Background: an optimization exercise with open tools, aiming at small area and a short achievable clock period. Do not read the settings as production practice.
In this exercise RTL edits were held to simulation tests only and were not proved equivalent to the original.
No activity file was given, so power comes from the tool's default toggle rates.

==> inputs of wip/tundra <==
// frer_recov
module frer_recov (
    input  wire        clk,
    input  wire        rst,              
    input  wire        cfg_we,
    input  wire [2:0]  cfg_stream,
    input  wire        cfg_en,           
    input  wire [5:0]  cfg_hist_len_m1,  
    input  wire [10:0] cfg_reset_fr,     
    input  wire        cfg_recov_reset,  
    input  wire        in_valid,
    input  wire [2:0]  in_stream,
    input  wire        in_tagged,
    input  wire [15:0] in_seq,
    input  wire        tick,
    output reg         out_valid,
    output reg         out_pass,
    output reg  [2:0]  out_why,
    input  wire        rd_en,
    input  wire [2:0]  rd_stream,
    input  wire [3:0]  rd_sel,
    output reg         rd_valid,
    output reg  [15:0] rd_data
);
==> module frer_recov_dec, before the edit <==
module frer_recov_dec (
    input  wire [2:0]   in_stream,
    input  wire         in_tagged,
    input  wire [15:0]  in_seq,
    input  wire [7:0]   v_en,
    input  wire [7:0]   v_ta,
    input  wire [47:0]  v_hl_m1,
    input  wire [127:0] v_recov,
    input  wire [511:0] v_hist,
    output wire         d_pass,
    output wire [2:0]   d_why,
    output wire         s_take_any,
    output wire [5:0]   s_hl_m1,
    output wire [5:0]   dl,
    output wire [6:0]   s_lo,        
    output wire [63:0]  s_hist
);
    localparam [2:0] WHY_PASS     = 3'd0;
    localparam [2:0] WHY_OOO      = 3'd1;
    localparam [2:0] WHY_DUP      = 3'd2;
    localparam [2:0] WHY_ROGUE    = 3'd3;
    localparam [2:0] WHY_TAGLESS  = 3'd4;
    localparam [2:0] WHY_DISABLED = 3'd5;
    wire [9:0]  q_hi    = in_seq[15:6];
    wire [5:0]  q_lo    = in_seq[5:0];
    wire [9:0]  q_hi_m1 = q_hi - 10'd1;
    wire [9:0]  q_hi_p1 = q_hi + 10'd1;
    wire        s_en    = v_en[in_stream];
    assign      s_take_any = v_ta[in_stream];
    assign      s_hl_m1 = v_hl_m1[6*in_stream +: 6];
    wire [15:0] s_recov = v_recov[16*in_stream +: 16];
    assign      s_hist  = v_hist[64*in_stream +: 64];
    wire [9:0]  r_hi    = s_recov[15:6];
    wire [5:0]  r_lo    = s_recov[5:0];
    wire        e0 = (q_hi    == r_hi);      
    wire        e1 = (q_hi_m1 == r_hi);      
    wire        em = (q_hi_p1 == r_hi);      
    wire [6:0]  dl_full = {1'b0, q_lo} - {1'b0, r_lo};
    wire        borrow  = dl_full[6];
    assign      dl      = dl_full[5:0];
    wire        hi_zero = borrow ? e1 : e0;
    wire        hi_ones = borrow ? e0 : em;
    wire        dl_zero = (dl == 6'd0);
    wire        ahead   = hi_zero && !dl_zero && (dl <= s_hl_m1);
    wire        behind  = (hi_zero && dl_zero) ||
                          (hi_ones && !dl_zero && (~dl < s_hl_m1));
    assign      s_lo    = {1'b0, s_hl_m1} + 7'd1 - {1'b0, dl};
    reg [47:0] back_s;
    integer s;
    always @(*)
        for (s = 0; s < 8; s = s + 1)
            back_s[6*s +: 6] = v_recov[16*s +: 6] - q_lo;
    wire [5:0]  back = back_s[6*in_stream +: 6];
    reg [31:0] lv1;
    reg [15:0] lv2;
    reg [7:0]  lv3;
    reg [3:0]  lv4;
    reg [1:0]  lv5;
    integer m;
    always @(*) begin
        for (m = 0; m < 32; m = m + 1) lv1[m] = back[0] ? s_hist[2*m+1] : s_hist[2*m];
        for (m = 0; m < 16; m = m + 1) lv2[m] = back[1] ? lv1[2*m+1] : lv1[2*m];
        for (m = 0; m < 8;  m = m + 1) lv3[m] = back[2] ? lv2[2*m+1] : lv2[2*m];
        for (m = 0; m < 4;  m = m + 1) lv4[m] = back[3] ? lv3[2*m+1] : lv3[2*m];
        for (m = 0; m < 2;  m = m + 1) lv5[m] = back[4] ? lv4[2*m+1] : lv4[2*m];
    end
    wire        dup  = back[5] ? lv5[1] : lv5[0];
    wire        pre_pass = s_en && in_tagged && (s_take_any || ahead);
    wire        pre_look = s_en && in_tagged && !s_take_any && !ahead && behind;
    reg  [2:0]  pre_why;
    always @(*) begin
        if (!s_en)
            pre_why = WHY_DISABLED;
        else if (!in_tagged)
            pre_why = WHY_TAGLESS;
        else if (s_take_any || ahead)
            pre_why = WHY_PASS;
        else
            pre_why = WHY_ROGUE;
    end
    assign d_pass = pre_look ? !dup : pre_pass;
    assign d_why  = pre_look ? (dup ? WHY_DUP : WHY_OOO) : pre_why;
endmodule
Settings: LEC_CHECK=0, CAP_MARGIN=35, CORE_MARGIN=2, CORE_UTILIZATION=30, CTS_CLUSTER_DIAMETER=100, CTS_CLUSTER_SIZE=20, SLEW_MARGIN=35, SYNTH_HIERARCHICAL=1; clock period 60.0 ns.
standard.sh (not shown) runs the stock make flow with config.mk's settings and CLKGATE_MAP_FILE= SYNTH_SCRIPT=/design/flow/synth_recipe.tcl, a recipe that flattens the netlist after the stock synthesis.
==> flow/flow/run.sh <==
#!/bin/bash
# Standard ORFS layout (the standard.sh, standard synthesis unchanged).
# Up to clock tree synthesis, the resizer's setup repair is asked to keep a
# large margin, so that it sizes the paths from the inputs instead of leaving
# minimum-size cells on them; routing and finishing then run as standard.
set -euo pipefail
bash standard.sh SETUP_SLACK_MARGIN=45.5 TNS_END_PERCENT=100 cts > make_cts.log 2>&1
bash standard.sh finish > make_finish.log 2>&1
==> wip/umber (differences from wip/tundra) <==
--- a/flow/design.v
+++ b/flow/design.v
@@ -121,10 +121,22 @@
         begin
             t = {1'b0, a} + {10'd0, b};
             sat_inc = t[16] ? 16'hFFFF : t[15:0];
         end
     endfunction
+    wire [2:0]  g_type = out_pass ? 3'd0 :
+                         (out_why == WHY_DUP)     ? 3'd1 :
+                         (out_why == WHY_ROGUE)   ? 3'd3 :
+                         (out_why == WHY_TAGLESS) ? 3'd6 : 3'd7;
+    wire [15:0] g_old  = cnt[p_stream][g_type];
+    wire        g_clr  = p_rd_clr && p_rd_stream == p_stream && p_rd_cnt == g_type;
+    wire [15:0] g_base = g_clr ? 16'd0 : g_old;
+    wire [15:0] g_cnt  = (&g_base) ? g_base : g_base + 16'd1;
+    wire [15:0] o_old  = cnt[p_stream][2];
+    wire        o_clr  = p_rd_clr && p_rd_stream == p_stream && p_rd_cnt == 3'd2;
+    wire [15:0] o_base = o_clr ? 16'd0 : o_old;
+    wire [15:0] g_ooo  = (&o_base) ? o_base : o_base + 16'd1;
     reg        hit, upd, cr, ta1, fire, clr, kill;
     reg [16:0] cy;
     reg [9:0]  base;
     reg [6:0]  inc [0:7];
     always @(*) begin
@@ -168,16 +180,20 @@
             for (k = 0; k < 8; k = k + 1) begin
                 clr  = p_rd_clr && p_rd_stream == s[2:0] && p_rd_cnt == k[2:0];
                 kill = p_rst || clr;
                 if (k == 4) begin
                     st_cnt[s][k] = sat_inc(kill ? 16'd0 : cnt[s][k], inc[k]);
-                end else begin
+                end else if (k == 5) begin
                     cy[0] = inc[k][0] && !(&cnt[s][k]);
                     for (j = 0; j < 16; j = j + 1)
                         cy[j+1] = cy[j] && cnt[s][k][j];
                     for (j = 0; j < 16; j = j + 1)
                         st_cnt[s][k][j] = kill ? (j == 0 && inc[k][0]) : (cnt[s][k][j] ^ cy[j]);
+                end else if (k == 2) begin
+                    st_cnt[s][k] = inc[k][0] ? g_ooo : (kill ? 16'd0 : cnt[s][k]);
+                end else begin
+                    st_cnt[s][k] = (hit && g_type == k[2:0]) ? g_cnt : (kill ? 16'd0 : cnt[s][k]);
                 end
             end
             if (p_rst) begin
                 st_take_any[s] = 1'b1;
                 st_recov_z[s]  = 1'b1;
@@ -298,30 +314,30 @@
     wire        dl_zero = (dl == 6'd0);
     wire        ahead   = hi_zero && !dl_zero && (dl <= s_hl_m1);
     wire        behind  = (hi_zero && dl_zero) ||
                           (hi_ones && !dl_zero && (~dl < s_hl_m1));
     assign      s_lo    = {1'b0, s_hl_m1} + 7'd1 - {1'b0, dl};
-    reg [47:0] back_s;
     integer s;
+    reg [2:0] lo_i [0:7];
+    reg [2:0] hi_i [0:7];
+    reg [7:0] bw_i;
     always @(*)
-        for (s = 0; s < 8; s = s + 1)
-            back_s[6*s +: 6] = v_recov[16*s +: 6] - q_lo;
-    wire [5:0]  back = back_s[6*in_stream +: 6];
-    reg [31:0] lv1;
-    reg [15:0] lv2;
-    reg [7:0]  lv3;
-    reg [3:0]  lv4;
-    reg [1:0]  lv5;
+        for (s = 0; s < 8; s = s + 1) begin
+            lo_i[s] = v_recov[16*s +: 3] - q_lo[2:0];
+            bw_i[s] = v_recov[16*s +: 3] < q_lo[2:0];
+            hi_i[s] = v_recov[16*s+3 +: 3] - q_lo[5:3];
+        end
+    wire [2:0] lo_x = lo_i[in_stream];
+    wire [2:0] hi_x = hi_i[in_stream];
+    wire       bw_x = bw_i[in_stream];
+    reg  [7:0] g;
     integer m;
-    always @(*) begin
-        for (m = 0; m < 32; m = m + 1) lv1[m] = back[0] ? s_hist[2*m+1] : s_hist[2*m];
-        for (m = 0; m < 16; m = m + 1) lv2[m] = back[1] ? lv1[2*m+1] : lv1[2*m];
-        for (m = 0; m < 8;  m = m + 1) lv3[m] = back[2] ? lv2[2*m+1] : lv2[2*m];
-        for (m = 0; m < 4;  m = m + 1) lv4[m] = back[3] ? lv3[2*m+1] : lv3[2*m];
-        for (m = 0; m < 2;  m = m + 1) lv5[m] = back[4] ? lv4[2*m+1] : lv4[2*m];
-    end
-    wire        dup  = back[5] ? lv5[1] : lv5[0];
+    always @(*)
+        for (m = 0; m < 8; m = m + 1)
+            g[m] = s_hist[8*m + lo_x];
+    wire [2:0] hi_m = hi_x - 3'd1;
+    wire       dup  = bw_x ? g[hi_m] : g[hi_x];
     wire        pre_pass = s_en && in_tagged && (s_take_any || ahead);
     wire        pre_look = s_en && in_tagged && !s_take_any && !ahead && behind;
     reg  [2:0]  pre_why;
     always @(*) begin
         if (!s_en)
@@ -347,25 +363,52 @@
     input  wire [1023:0] v_cnt,
     output reg  [15:0]   rd_mux
 );
     wire [7:0]  rd_s1 = 8'd1 << rd_stream;
     wire [15:0] rd_k1 = 16'd1 << rd_sel;
-    reg         rsel;
-    integer s, k;
+    wire [127:0] part;
+    genvar g;
+    generate
+        for (g = 0; g < 8; g = g + 1) begin : st
+            frer_recov_rd1 u (
+                .pick(rd_s1[g]), .k1(rd_k1[13:0]), .ta(v_ta[g]),
+                .recov_z(v_recov_z[g]), .hist_z(v_hist_z[g]),
+                .recov(v_recov[16*g +: 16]), .hist(v_hist[64*g +: 64]),
+                .cnt(v_cnt[128*g +: 128]), .word(part[16*g +: 16]));
+        end
+    endgenerate
+    integer s;
     always @(*) begin
         rd_mux = 16'd0;
-        for (s = 0; s < 8; s = s + 1) begin
-            for (k = 0; k < 8; k = k + 1) begin
-                rsel = rd_s1[s] && rd_k1[k];
-                rd_mux = rd_mux | (v_cnt[128*s+16*k +: 16] & {16{rsel}});
-            end
-            rsel = rd_s1[s] && rd_k1[8] && !v_recov_z[s];
-            rd_mux = rd_mux | (v_recov[16*s +: 16] & {16{rsel}});
-            rsel = rd_s1[s] && rd_k1[9];
-            rd_mux = rd_mux | {15'd0, v_ta[s] && rsel};
-            for (k = 0; k < 4; k = k + 1) begin
-                rsel = rd_s1[s] && rd_k1[10+k] && !v_hist_z[s];
-                rd_mux = rd_mux | (v_hist[64*s+16*k +: 16] & {16{rsel}});
-            end
+        for (s = 0; s < 8; s = s + 1)
+            rd_mux = rd_mux | part[16*s +: 16];
+    end
+endmodule
+module frer_recov_rd1 (
+    input  wire         pick,
+    input  wire [13:0]  k1,
+    input  wire         ta,
+    input  wire         recov_z,
+    input  wire         hist_z,
+    input  wire [15:0]  recov,
+    input  wire [63:0]  hist,
+    input  wire [127:0] cnt,
+    output reg  [15:0]  word
+);
+    reg     rsel;
+    integer k;
+    always @(*) begin
+        word = 16'd0;
+        for (k = 0; k < 8; k = k + 1) begin
+            rsel = pick && k1[k];
+            word = word | (cnt[16*k +: 16] & {16{rsel}});
+        end
+        rsel = pick && k1[8] && !recov_z;
+        word = word | (recov & {16{rsel}});
+        rsel = pick && k1[9];
+        word = word | {15'd0, ta && rsel};
+        for (k = 0; k < 4; k = k + 1) begin
+            rsel = pick && k1[10+k] && !hist_z;
+            word = word | (hist[16*k +: 16] & {16{rsel}});
         end
     end
 endmodule
==> flow/flow/run.sh (replaced) <==
#!/bin/bash
# Standard ORFS layout (the standard.sh, standard synthesis unchanged).
# Up to clock tree synthesis, the resizer's setup repair is asked to keep a
# large margin, so that it sizes the paths from the inputs instead of leaving
# minimum-size cells on them; routing and finishing then run as standard.
set -euo pipefail
bash standard.sh SETUP_SLACK_MARGIN=45 TNS_END_PERCENT=100 cts > make_cts.log 2>&1
bash standard.sh finish > make_finish.log 2>&1
- CORE_UTILIZATION: 30 -> 35
==> wip/yarrow (differences from wip/tundra) <==
--- a/flow/design.v
+++ b/flow/design.v
@@ -298,30 +298,30 @@
     wire        dl_zero = (dl == 6'd0);
     wire        ahead   = hi_zero && !dl_zero && (dl <= s_hl_m1);
     wire        behind  = (hi_zero && dl_zero) ||
                           (hi_ones && !dl_zero && (~dl < s_hl_m1));
     assign      s_lo    = {1'b0, s_hl_m1} + 7'd1 - {1'b0, dl};
-    reg [47:0] back_s;
     integer s;
+    reg [2:0] lo_i [0:7];
+    reg [2:0] hi_i [0:7];
+    reg [7:0] bw_i;
     always @(*)
-        for (s = 0; s < 8; s = s + 1)
-            back_s[6*s +: 6] = v_recov[16*s +: 6] - q_lo;
-    wire [5:0]  back = back_s[6*in_stream +: 6];
-    reg [31:0] lv1;
-    reg [15:0] lv2;
-    reg [7:0]  lv3;
-    reg [3:0]  lv4;
-    reg [1:0]  lv5;
+        for (s = 0; s < 8; s = s + 1) begin
+            lo_i[s] = v_recov[16*s +: 3] - q_lo[2:0];
+            bw_i[s] = v_recov[16*s +: 3] < q_lo[2:0];
+            hi_i[s] = v_recov[16*s+3 +: 3] - q_lo[5:3];
+        end
+    wire [2:0] lo_x = lo_i[in_stream];
+    wire [2:0] hi_x = hi_i[in_stream];
+    wire       bw_x = bw_i[in_stream];
+    reg  [7:0] g;
     integer m;
-    always @(*) begin
-        for (m = 0; m < 32; m = m + 1) lv1[m] = back[0] ? s_hist[2*m+1] : s_hist[2*m];
-        for (m = 0; m < 16; m = m + 1) lv2[m] = back[1] ? lv1[2*m+1] : lv1[2*m];
-        for (m = 0; m < 8;  m = m + 1) lv3[m] = back[2] ? lv2[2*m+1] : lv2[2*m];
-        for (m = 0; m < 4;  m = m + 1) lv4[m] = back[3] ? lv3[2*m+1] : lv3[2*m];
-        for (m = 0; m < 2;  m = m + 1) lv5[m] = back[4] ? lv4[2*m+1] : lv4[2*m];
-    end
-    wire        dup  = back[5] ? lv5[1] : lv5[0];
+    always @(*)
+        for (m = 0; m < 8; m = m + 1)
+            g[m] = s_hist[8*m + lo_x];
+    wire [2:0] hi_m = hi_x - 3'd1;
+    wire       dup  = bw_x ? g[hi_m] : g[hi_x];
     wire        pre_pass = s_en && in_tagged && (s_take_any || ahead);
     wire        pre_look = s_en && in_tagged && !s_take_any && !ahead && behind;
     reg  [2:0]  pre_why;
     always @(*) begin
         if (!s_en)
- CTS_CLUSTER_DIAMETER: 100 -> unset
- CTS_CLUSTER_SIZE: 20 -> unset
==> run notes <==
| item | wip/yarrow | wip/umber | wip/tundra |
|---|---|---|---|
| GR Util met1 | 42.1% | 45.7% | 42.9% |
| Post-DR vias/cell | 6.31 | 6.60 | 6.34 |
| Arrival time at the worst endpoint | 15.90 ns | 16.46 ns | 16.12 ns |
| Detail-routed net length per standard cell | 39.9 µm | 37.4 µm | 40.4 µm |
| Pre-CTS worst setup slack | 42.21 ns | 42.11 ns | 42.40 ns |
| Power consumed by sequential cells | 0.00139 W | 0.00138 W | 0.00139 W |
| Dpl cells | 16400 | 15200 | 16400 |
| Wire length on met1 | 252 mm | 218 mm | 259 mm |
| Sequential standard cell area | 42000 µm² | 42100 µm² | 42000 µm² |
| Switching power | 0.00114 W | 0.000869 W | 0.000890 W |
| Clock transition at the registers of the reported paths | 0.07 ns | 0.09 ns | 0.08 ns |
| Result of the run | timing/DRC/antenna clean | timing/DRC/antenna clean | timing/DRC/antenna clean |
| Worst reg2reg startpoint | p_lo[4]$_DFF_P_ | p_lo[6]$_DFF_P_ | p_lo[2]$_DFF_P_ |
| Clock buffer count from CTS | 228 | 116 | 135 |
| Placer's final routability congestion estimate | 1.16 | 1.08 | 1.16 |
| Part of the total power dissipated in combinational logic | 18.3% | 17.0% | 15.7% |
| H-tree levels | 4 | 3 | 4 |
| Core region area | 369000 µm² | 303000 µm² | 372000 µm² |
| Area of the multi-input gates | 66900 µm² | 59900 µm² | 68000 µm² |
| Switching Share | 31.9% | 31.7% | 31.4% |
| Fraction of area in multi-input gates | 50.5% | 51.4% | 52.5% |
| First-pass DRT Iterations | 15 | 13 | 9 |
| # resized after CTS | 397 | 115 | 416 |
| Least setup slack across all paths after layout | 44.69 ns | 44.30 ns | 44.61 ns |
| Endpoint of the worst setup timing path | rd_data[7]$_DFF_P_ | out_why[1]$_DFF_P_ | rd_data[13]$_DFF_P_ |
| Number of non-filler instances in the completed layout | 17100 | 15500 | 16900 |

-- re-timing with driven ports --
No port has a modelled driver above. Below, the same layouts with a new extraction and two added sets of constraints.
Step 1, drivers: a clkbuf_16 drives clk and a buf_2 each remaining input, both assumed.
Step 2 times the ports against the registers' clock, not the clock port: input delays grow and output delays shrink by t, the midpoint of the rising clock arrivals with the driver on.
Three values: no drivers, after step 1, after step 2; two values: the first two.
run | t, ns | setup WS [ns] | worst setup path at the end | latest minus earliest clock arrival (ns) | slew at the worst register clock pin (ns)
wip/tundra | 1.031 | 44.610 / 44.530 / 43.499 | input to register | 0.130 / 0.130 | 0.11 / 0.11
wip/umber | 0.949 | 44.300 / 44.080 / 43.131 | input to register | 0.066 / 0.067 | 0.10 / 0.10
wip/yarrow | 1.058 | 44.691 / 44.665 / 43.607 | input to register | 0.089 / 0.089 | 0.08 / 0.08
After both steps every run listed still meets setup and hold. The setup slack of wip/umber, which loses most, moves by -0.220 ns with the drivers and by -1.169 ns with both steps.
